Background: an optimization exercise with open tools, aiming at small area, a short achievable clock period and few clock cycles per item. Do not read the settings as production practice. RTL that was checked went through simulation tests only; none was proved equivalent to the original.

==> inputs of run a <==
## aes_enc_core
module aes_enc_core (
    input  wire         clk,
    input  wire         rst,         
    input  wire         in_valid,
    output wire         in_ready,
    input  wire         key_256,     
    input  wire [255:0] key,
    input  wire [127:0] block_in,
    output reg          out_valid,
    output wire [127:0] block_out
);
    genvar i;
    integer b;
    reg  [127:0] st1;
    reg  [255:0] k1;
    reg          busy1, mode1, last1;
    reg  [3:0]   round1;
    reg  [7:0]   rcon1;
    reg          ksel_w, ksel_rw, ksel_rh;
    reg  [351:0] m2;         
    reg  [63:0]  km2;        
    reg  [255:0] k2;
    reg          busy2, mode2, last2;
    reg  [3:0]   round2;
    reg  [7:0]   rcon2;
    reg  [127:0] out_q;
    reg          in_ready_q;
    assign block_out = out_q;
    assign in_ready = in_ready_q;
    wire load = in_ready;
    wire [127:0] ark = st1 ^ k1[255:128];
    wire [31:0]  kx_in = ({32{ksel_w}}  & k1[31:0])
                       | ({32{ksel_rw}} & {k1[23:0], k1[31:24]})
                       | ({32{ksel_rh}} & {k1[151:128], k1[159:152]});
    wire [63:0]  inv1, tl1;
    wire [287:0] tv1;
    wire [15:0]  kinv1, ktl1;
    generate
        for (i = 0; i < 16; i = i + 1) begin : g_sbt
            aes_sbox_top u_t (.in(ark[127-8*i -: 8]), .inv(inv1[63-4*i -: 4]),
                             .tl(tl1[63-4*i -: 4]), .tv(tv1[287-18*i -: 18]));
        end
        for (i = 0; i < 4; i = i + 1) begin : g_ksbt
            aes_sbox_top u_t (.in(kx_in[31-8*i -: 8]), .inv(kinv1[15-4*i -: 4]),
                             .tl(ktl1[15-4*i -: 4]), .tv());
        end
    endgenerate
    wire [127:0] sub;
    generate
        for (i = 0; i < 16; i = i + 1) begin : g_sbb
            aes_sbox_bot_t u_b (.tv(m2[351-22*i -: 18]), .inv(m2[333-22*i -: 4]),
                                .out(sub[127-8*i -: 8]));
        end
    endgenerate
    wire [127:0] shifted;
    generate
        for (i = 0; i < 16; i = i + 1) begin : g_sr
  ...
export LEC_CHECK = 0
export CAP_MARGIN = 20
export CORE_MARGIN = 2
export CORE_UTILIZATION = 60
export PLACE_DENSITY = 0.7
export SETUP_SLACK_MARGIN = 5
export SLEW_MARGIN = 20
create_clock -name core_clock -period 9.0 [get_ports {clk}]
standard.sh (not shown) runs the stock make flow with config.mk's settings and CLKGATE_MAP_FILE= SYNTH_SCRIPT=/design/flow/synth_recipe.tcl, a recipe that flattens the netlist after the stock synthesis.
==> flow/flow/run.sh <==
#!/bin/bash
set -euo pipefail
rm -rf scripts
cp -r "$FLOW_HOME/scripts" scripts
cat > scripts/abc_speed.script <<'EOT'
&get -n
&st
&dch
&nf -R 1000
&put
buffer -c
topo
stime -c
upsize -c
dnsize -c
EOT
bash standard.sh SCRIPTS_DIR="$PWD/scripts" SETUP_SLACK_MARGIN=5.6 \
  "BUFFER_PORTS_ARGS=-buffer_cell sky130_fd_sc_hd__buf_1" \
  "CTS_ARGS=-sink_clustering_enable -repair_clock_nets -dont_use_dummy_load -sink_clustering_size 24 -sink_clustering_max_diameter 120" finish > standard.log 2>&1
==> run b (differences from run a) <==
--- a/flow/design.v
+++ b/flow/design.v
@@ -1,9 +1,8 @@
 module aes_sbox_top (
     input  wire [7:0]  in,
     output wire [3:0]  inv,
-    output wire [3:0]  tl,     
     output wire [17:0] tv      
 );
     wire U0 = in[7], U1 = in[6], U2 = in[5], U3 = in[4];
     wire U4 = in[3], U5 = in[2], U6 = in[1], U7 = in[0];
     wire T1 = U0 ^ U3;
@@ -72,49 +71,22 @@
     wire M37 = M21 ^ M29;
     wire M38 = M32 ^ M33;
     wire M39 = M23 ^ M30;
     wire M40 = M35 ^ M36;
     assign inv = {M37, M38, M39, M40};
-    assign tl  = {T8, T10, T17, T23};
     assign tv  = {T1, T2, T3, T4, T6, T8, T9, T10, T13, T15, T16, T17, T19, T20,
                   T22, T23, T27, U7};
 endmodule
 module aes_sbox_bot (
-    input  wire [7:0] in,
-    input  wire [3:0] inv,
-    input  wire [3:0] tl,
-    output wire [7:0] out
+    input  wire [17:0] tv,
+    input  wire [3:0]  inv,
+    output wire [7:0]  out
 );
-    wire U0 = in[7], U1 = in[6], U2 = in[5], U3 = in[4];
-    wire U4 = in[3], U5 = in[2], U6 = in[1], U7 = in[0];
-    wire T1 = U0 ^ U3;
-    wire T2 = U0 ^ U5;
-    wire T3 = U0 ^ U6;
-    wire T4 = U3 ^ U5;
-    wire T5 = U4 ^ U6;
-    wire T6 = T1 ^ T5;
-    wire T7 = U1 ^ U2;
-    wire T8 = tl[3];
-    wire T9 = U7 ^ T7;
-    wire T10 = tl[2];
-    wire T11 = U1 ^ U5;
-    wire T12 = U2 ^ U5;
-    wire T13 = T3 ^ T4;
-    wire T14 = T6 ^ T11;
-    wire T15 = T5 ^ T11;
-    wire T16 = T5 ^ T12;
-    wire T17 = tl[1];
-    wire T18 = U3 ^ U7;
-    wire T19 = T7 ^ T18;
-    wire T20 = T1 ^ T19;
-    wire T21 = U6 ^ U7;
-    wire T22 = T7 ^ T21;
-    wire T23 = tl[0];
-    wire T24 = T2 ^ T10;
-    wire T25 = T20 ^ T17;
-    wire T26 = T3 ^ T16;
-    wire T27 = T1 ^ T12;
+    wire T1 = tv[17], T2 = tv[16], T3 = tv[15], T4 = tv[14], T6 = tv[13];
+    wire T8 = tv[12], T9 = tv[11], T10 = tv[10], T13 = tv[9], T15 = tv[8];
+    wire T16 = tv[7], T17 = tv[6], T19 = tv[5], T20 = tv[4], T22 = tv[3];
+    wire T23 = tv[2], T27 = tv[1], U7 = tv[0];
     wire M37 = inv[3], M38 = inv[2], M39 = inv[1], M40 = inv[0];
     wire M41 = M38 ^ M40;
     wire M42 = M37 ^ M39;
     wire M43 = M37 ^ M38;
     wire M44 = M39 ^ M40;
@@ -174,116 +146,10 @@
     assign out[3] = L20 ^ L22;
     assign out[2] = L25 ^ L29;
     assign out[1] = ~(L13 ^ L27);
     assign out[0] = ~(L6 ^ L23);
 endmodule
-module aes_sbox_bot_t (
-    input  wire [17:0] tv,
-    input  wire [3:0]  inv,
-    output wire [7:0]  out
-);
-    wire T1 = tv[17], T2 = tv[16], T3 = tv[15], T4 = tv[14], T6 = tv[13];
-    wire T8 = tv[12], T9 = tv[11], T10 = tv[10], T13 = tv[9], T15 = tv[8];
-    wire T16 = tv[7], T17 = tv[6], T19 = tv[5], T20 = tv[4], T22 = tv[3];
-    wire T23 = tv[2], T27 = tv[1], U7 = tv[0];
-    wire M37 = inv[3], M38 = inv[2], M39 = inv[1], M40 = inv[0];
-    wire M41 = M38 ^ M40;
-    wire M42 = M37 ^ M39;
-    wire M43 = M37 ^ M38;
-    wire M44 = M39 ^ M40;
-    wire M45 = M42 ^ M41;
-    wire M46 = M44 & T6;
-    wire M47 = M40 & T8;
-    wire M48 = M39 & U7;
-    wire M49 = M43 & T16;
-    wire M50 = M38 & T9;
-    wire M51 = M37 & T17;
-    wire M52 = M42 & T15;
-    wire M53 = M45 & T27;
-    wire M54 = M41 & T10;
-    wire M55 = M44 & T13;
-    wire M56 = M40 & T23;
-    wire M57 = M39 & T19;
-    wire M58 = M43 & T3;
-    wire M59 = M38 & T22;
-    wire M60 = M37 & T20;
-    wire M61 = M42 & T1;
-    wire M62 = M45 & T4;
-    wire M63 = M41 & T2;
-    wire Q1 = M48 ^ M51;
-    wire Q2 = M47 ^ M50;
-    wire Q3 = M56 ^ Q2;
-    wire Q4 = M61 ^ Q1;
-    wire Q5 = M62 ^ Q4;
-    wire Q6 = M58 ^ M63;
-    wire Q7 = M49 ^ M59;
-    wire Q8 = M52 ^ M60;
-    wire Q9 = Q6 ^ Q8;
-    wire Q10 = M62 ^ Q3;
-    wire Q11 = M55 ^ Q3;
-    wire Q12 = Q11 ^ Q5;
-    wire Q13 = M46 ^ M58;
-    wire Q14 = Q13 ^ Q7;
-    wire Q15 = Q14 ^ Q5;
-    wire Q16 = M59 ^ M50;
-    wire Q17 = M51 ^ M61;
-    wire Q18 = M58 ^ Q16;
-    wire Q19 = M54 ^ M53;
-    wire Q20 = Q18 ^ Q17;
-    wire Q21 = M62 ^ Q20;
-    wire Q22 = Q19 ^ Q21;
-    wire Q23 = M50 ^ M48;
-    wire Q24 = M46 ^ M48;
-    wire Q25 = M57 ^ M56;
-    wire Q26 = M60 ^ M61;
-    wire Q27 = M54 ^ M61;
-    wire Q28 = Q24 ^ Q27;
-    wire Q29 = Q28 ^ Q9;
-    wire Q30 = M46 ^ M49;
-    wire Q31 = M46 ^ M49;
-    wire Q32 = Q23 ^ M58;
-    wire Q33 = Q25 ^ M54;
-    wire Q34 = M53 ^ Q32;
-    wire Q35 = M62 ^ Q26;
-    wire Q36 = Q33 ^ Q30;
-    wire Q37 = Q36 ^ Q35;
-    wire Q38 = Q34 ^ Q37;
-    wire Q39 = M61 ^ M55;
-    wire Q40 = Q31 ^ Q39;
-    wire Q41 = Q10 ^ Q40;
-    wire Q42 = M56 ^ M47;
-    wire Q43 = Q42 ^ M61;
-    wire Q44 = M46 ^ M52;
-    wire Q45 = M55 ^ M53;
-    wire Q46 = M62 ^ Q44;
-    wire Q47 = Q43 ^ Q46;
-    wire Q48 = Q45 ^ Q47;
-    wire Q49 = M50 ^ M56;
-    wire Q50 = M61 ^ M52;
-    wire Q51 = M49 ^ Q49;
-    wire Q52 = M55 ^ M53;
-    wire Q53 = Q51 ^ M62;
-    wire Q54 = Q50 ^ Q52;
-    wire Q55 = Q53 ^ Q54;
-    assign out[7] = Q55;
-    assign out[6] = ~Q48;
-    assign out[5] = ~Q29;
-    assign out[4] = Q41;
-    assign out[3] = Q12;
-    assign out[2] = Q38;
-    assign out[1] = ~Q22;
-    assign out[0] = ~Q15;
-endmodule
-module aes_sbox (
-    input  wire [7:0] in,
-    output wire [7:0] out
-);
-    wire [3:0] inv, tl;
-    wire [17:0] tv;
-    aes_sbox_top u_top (.in(in), .inv(inv), .tl(tl), .tv(tv));
-    aes_sbox_bot u_bot (.in(in), .inv(inv), .tl(tl), .out(out));
-endmodule
 module aes_enc_core (
     input  wire         clk,
     input  wire         rst,         
     input  wire         in_valid,
     output wire         in_ready,
@@ -300,11 +166,11 @@
     reg          busy1, mode1, last1;
     reg  [3:0]   round1;
     reg  [7:0]   rcon1;
     reg          ksel_w, ksel_rw, ksel_rh;
     reg  [351:0] m2;         
-    reg  [63:0]  km2;        
+    reg  [87:0]  km2;        
     reg  [255:0] k2;
     reg          busy2, mode2, last2;
     reg  [3:0]   round2;
     reg  [7:0]   rcon2;
     reg  [127:0] out_q;
@@ -314,28 +180,29 @@
     wire load = in_ready;
     wire [127:0] ark = st1 ^ k1[255:128];
     wire [31:0]  kx_in = ({32{ksel_w}}  & k1[31:0])
                        | ({32{ksel_rw}} & {k1[23:0], k1[31:24]})
                        | ({32{ksel_rh}} & {k1[151:128], k1[159:152]});
-    wire [63:0]  inv1, tl1;
+    wire [63:0]  inv1;
     wire [287:0] tv1;
-    wire [15:0]  kinv1, ktl1;
+    wire [15:0]  kinv1;
+    wire [71:0]  ktv1;
     generate
         for (i = 0; i < 16; i = i + 1) begin : g_sbt
             aes_sbox_top u_t (.in(ark[127-8*i -: 8]), .inv(inv1[63-4*i -: 4]),
-                             .tl(tl1[63-4*i -: 4]), .tv(tv1[287-18*i -: 18]));
+                             .tv(tv1[287-18*i -: 18]));
         end
         for (i = 0; i < 4; i = i + 1) begin : g_ksbt
             aes_sbox_top u_t (.in(kx_in[31-8*i -: 8]), .inv(kinv1[15-4*i -: 4]),
-                             .tl(ktl1[15-4*i -: 4]), .tv());
+                             .tv(ktv1[71-18*i -: 18]));
         end
     endgenerate
     wire [127:0] sub;
     generate
         for (i = 0; i < 16; i = i + 1) begin : g_sbb
-            aes_sbox_bot_t u_b (.tv(m2[351-22*i -: 18]), .inv(m2[333-22*i -: 4]),
-                                .out(sub[127-8*i -: 8]));
+            aes_sbox_bot u_b (.tv(m2[351-22*i -: 18]), .inv(m2[333-22*i -: 4]),
+                              .out(sub[127-8*i -: 8]));
         end
     endgenerate
     wire [127:0] shifted;
     generate
         for (i = 0; i < 16; i = i + 1) begin : g_sr
@@ -368,12 +235,12 @@
         end
     endgenerate
     wire [31:0] kx_sub;
     generate
         for (i = 0; i < 4; i = i + 1) begin : g_ksbb
-            aes_sbox_bot u_b (.in(km2[63-16*i -: 8]), .inv(km2[55-16*i -: 4]),
-                              .tl(km2[51-16*i -: 4]), .out(kx_sub[31-8*i -: 8]));
+            aes_sbox_bot u_b (.tv(km2[87-22*i -: 18]), .inv(km2[69-22*i -: 4]),
+                              .out(kx_sub[31-8*i -: 8]));
         end
     endgenerate
     wire        kx_rot = !mode2 || round2[0];
     wire [31:0] b0 = k2[255:224] ^ {kx_rot ? rcon2 : 8'h00, 24'h0};
     wire [31:0] b1 = b0 ^ k2[223:192];
@@ -384,11 +251,11 @@
     wire [31:0]  tk_sub  = mode2 ? 32'h0 : kx_sub;
     always @(posedge clk) begin
         for (b = 0; b < 16; b = b + 1)
             m2[351-22*b -: 22] <= {tv1[287-18*b -: 18], inv1[63-4*b -: 4]};
         for (b = 0; b < 4; b = b + 1)
-            km2[63-16*b -: 16] <= {kx_in[31-8*b -: 8], kinv1[15-4*b -: 4], ktl1[15-4*b -: 4]};
+            km2[87-22*b -: 22] <= {ktv1[71-18*b -: 18], kinv1[15-4*b -: 4]};
         k2     <= k1;
         mode2  <= mode1;
         round2 <= round1;
         last2  <= last1;
         rcon2  <= rcon1;
--- a/flow/flow/run.sh
+++ b/flow/flow/run.sh
@@ -12,8 +12,8 @@
 topo
 stime -c
 upsize -c
 dnsize -c
 EOT
-bash standard.sh SCRIPTS_DIR="$PWD/scripts" SETUP_SLACK_MARGIN=5.6 \
+bash standard.sh SCRIPTS_DIR="$PWD/scripts" SETUP_SLACK_MARGIN=5.75 \
   "BUFFER_PORTS_ARGS=-buffer_cell sky130_fd_sc_hd__buf_1" \
   "CTS_ARGS=-sink_clustering_enable -repair_clock_nets -dont_use_dummy_load -sink_clustering_size 24 -sink_clustering_max_diameter 120" finish > standard.log 2>&1
==> impl_metrics.toml <==
[die]
die_w_um = 321

[global_routing]
antenna_found_initial = 12

[cells_and_area]
diodes = 7
seq_share_pct = 35.3
post-route-util_pct = 69.1

[setup_path]
crit_fanout = 25

[synth]
synth.avg_cell_area_um2 = 9.46
synthMuxAreaShare_pct = 0.437

[status]
status = "no timing/DRC/antenna violations"
Source of the figures above: run a

==> impl_metrics.toml <==
[status]
status = "no timing/DRC/antenna violations"

[synth]
synth_xor_area_share_pct = 39.1
synth.avg_cell_area_um2 = 9.55
synthMuxAreaShare_pct = 0.430

[setup_path]
crit_fanout = 4

[global_routing]
antenna_found_initial = 3

[cells_and_area]
diodes = 0
post-route-util_pct = 71.0
seq_share_pct = 36.2

[die]
die_w_um = 317
Source of the figures above: run b

Testbench counts of run b, summed over its fixed seeds: cycles 23,252, items 1,920.
No functional check of the RTL was part of run a.

## separate check: timing with driven ports
The results above use ideal ports. As a check the final layouts listed here were re-extracted and re-timed, cells and wires unchanged. Step 1 sets driving cells, clkbuf_16 on the clock port and buf_2 on the other inputs (assumed; they add their load-dependent delay and slew). Step 2 moves the port delays by t, midway between the first and last clock arrival at a register: inputs arrive t later, outputs are due t later. That takes back most of the time a late clock gives input paths. Slacks: no drivers / after step 1 / after step 2; pairs: no drivers / after step 1.
| run | shift t [ns] | setup slack, ns | pins driven straight from the clock port |
|---|---|---|---|
| run a | 0.784 | 5.622 / 5.544 / 5.631 | 1 |
| run b | 0.774 | 5.726 / 5.704 / 5.726 | 1 |
After both steps setup and hold are still met in every run listed.
